From an optimization exercise on the open Yosys and OpenROAD flow, aimed at small area and a short achievable clock period; shortcuts taken in it are not production practice.
In this exercise RTL edits were held to simulation tests only and were not proved equivalent to the original.
Power figures rest on the tool's default switching activity, not on a simulated workload.

== fjord ==
Design noc_flit_rx, start of the top module:
module noc_flit_rx (
    input  wire         clk,
    input  wire         rst,           
    input  wire         in_valid,
    input  wire         in_head,       
    input  wire [255:0] in_flit,
    input  wire [9:0]   in_chk,
    output wire         out_valid,
    output wire         out_head,
    output wire [255:0] out_flit,
    output wire [9:0]   out_chk,
    output wire         out_poison,
    output reg  [31:0]  err_ce,        
    output reg  [31:0]  err_ue         
);
export LEC_CHECK = 0
export ABC_CLOCK_PERIOD_IN_PS = 7000
export CAP_MARGIN = 20
export CORE_MARGIN = 2
export CORE_UTILIZATION = 60
export CTS_BUF_LIST = sky130_fd_sc_hd__clkbuf_16
export CTS_CLUSTER_DIAMETER = 72
export CTS_CLUSTER_SIZE = 27
export SETUP_SLACK_MARGIN = 5
export SLEW_MARGIN = 20
create_clock -name core_clock -period 9.0 [get_ports {clk}]
standard.sh (not shown) runs the stock make flow with config.mk's settings and CLKGATE_MAP_FILE= SYNTH_SCRIPT=/design/flow/synth_recipe.tcl, a recipe that flattens the netlist after the stock synthesis.
==> flow/flow/run.sh <==
#!/bin/bash
# The standard layout (standard.sh), with two changes:
#  - the port buffers are the smallest buffer cell (buf_1) instead of the
#    slow clkdlybuf4s50_1 that buffer_ports picks by default;
#  - the 3-input XOR cells are added to the don't-use list, so the syndrome
#    tree maps to 2-input XORs, which are faster here.
set -euo pipefail
DU="$(make -s -C "$FLOW_HOME" DESIGN_CONFIG="$PWD/config.mk" WORK_HOME="$PWD/orfs" print-DONT_USE_CELLS 2> print.log | sed -n 's/^DONT_USE_CELLS: //p')"
echo "platform don't-use list: $DU" > run.log
for c in xor3_1 xor3_2 xor3_4 xnor3_1 xnor3_2 xnor3_4; do DU="$DU sky130_fd_sc_hd__$c"; done
bash standard.sh DONT_USE_CELLS="$DU" BUFFER_PORTS_ARGS="-buffer_cell sky130_fd_sc_hd__buf_1" finish > standard.log 2>&1
> inputs changed (fjord -> onyx)
- CTS_CLUSTER_DIAMETER: 72 -> 80
- TNS_END_PERCENT: unset -> 10
- CTS_CLUSTER_SIZE: 27 -> 30
Findings:
For the portion of total power attributed to the clock network, onyx came in 1.1 points lower than fjord did.
Re total met2 wirelength after detailed routing: onyx is about 0.9% down on fjord.
Sequential share of layout area was higher in the run labelled onyx.
Combined buffer and inverter count along the critical path: higher on fjord
| non-clock buffer count | higher: fjord |
Final worst setup slack is lower on onyx
The sequential cell area in the final layout of fjord and that of onyx are within noise of each other.
Between onyx and fjord, it is onyx whose critical path depth is lower, by 2.
Summary: headroom to the max-slew limit, onyx worse than fjord
Going from fjord to onyx, final-layout worst hold slack shows an increase of 0.0069 ns, core area shows no meaningful change.
Changes in pepper relative to onyx:
- TNS_END_PERCENT no longer set, was 10
- CORE_UTILIZATION now 64, was 60
==> summary.txt <==
pepper reached the final stage; the timing, design-rule and antenna checks on its layout passed. On final critical path time including I/O delays and setup, pepper does better than onyx. Between onyx and pepper, data arrival time of the critical path is higher for onyx, pepper comes in under that. Comparing onyx and pepper, the lower non-clock buffer count is on onyx. For synthesized cell count, pepper and onyx come out practically identical. Looking at combinational fraction of design power, pepper sits 0.2 points below onyx. Core box area (lower): pepper. Changes observed in pepper relative to onyx: power went down by 2.7%; total length of routed wires flat; hold slack increased 0.0050 ns. The final critical-path setup slack of pepper was superior to that of onyx.
The inputs of amber differ from those of pepper as listed below.
- CTS_CLUSTER_SIZE now 24, was 30
- CTS_CLUSTER_DIAMETER now 65, was 80
==> summary.txt <==
Per the comparison of amber with pepper, via count +about 1%; internal portion of total power +7.2%; portion of total power attributed to combinational logic -2.6 points.
From amber to pepper, count of endpoints failing setup in the final report did not move at all.
Compared with pepper, in amber core utilization higher; relative slew slack higher; clock latency at the later pin of the worst-skew pair higher.
--- input diff amber..raven ---
- changing CORE_UTILIZATION from 64 to 60
Findings:
The cell type of the slowest stage on the worst timing path comes out sky130_fd_sc_hd__xnor2_1 in one run and sky130_fd_sc_hd__dfxtp_4 in the other, namely in raven and amber respectively.
In raven, the static leakage came out 2.4% below the value in amber.
Relative to amber, raven improves via count.
Re area after synthesis: no difference whatsoever between raven and amber.
Number of non-clock buffers in the layout | raven below amber
Between amber and raven, total CTS buffers is higher for raven, amber comes in under that.
raven vs amber — area overhead of the layout relative to synthesis dropped 0.85 points.
Against amber, raven comes in 0.84 points higher on met3 global-route usage.
Core utilization: raven lower than amber
The higher global-route usage came out of amber.
Critical setup path kind: reg2out -> amber, in2reg -> raven
Any difference in final cell count without fillers between amber and raven is small enough to ignore.

-- afterwards: timing with drivers on the ports --
No port has a modelled driver above. Below, the same layouts with a new extraction and two added sets of constraints.
Step 1 sets driving cells, clkbuf_16 on the clock port and buf_2 on the other inputs (assumed; they add their load-dependent delay and slew).
Step 2, shift: input delay + t, output delay - t, t = (earliest + latest rising clock arrival at the registers) / 2. This alone moves slack from input paths to output paths.
Three values: ideal ports, drivers, drivers and shift; two values: the first two.
| run | t, ns | slack for setup (ns) | worst hold slack (ns) | worst data-port slew with drivers (ns) |
|---|---|---|---|---|
| fjord | 0.598 | 4.943 / 4.890 / 4.385 | 0.494 / 0.494 / 0.494 | 0.14 |
| onyx | 0.583 | 4.921 / 4.866 / 4.357 | 0.501 / 0.501 / 0.501 | 0.11 |
| pepper | 0.587 | 4.969 / 4.912 / 4.435 | 0.506 / 0.506 / 0.506 | 0.11 |
| amber | 0.635 | 4.984 / 4.929 / 4.394 | 0.502 / 0.502 / 0.502 | 0.12 |
| raven | 0.641 | 4.930 / 4.899 / 4.291 | 0.484 / 0.484 / 0.484 | 0.13 |
After both steps setup and hold are still met in every run listed. The setup slack of raven, which loses most, moves by -0.031 ns with the drivers and by -0.639 ns with both steps.
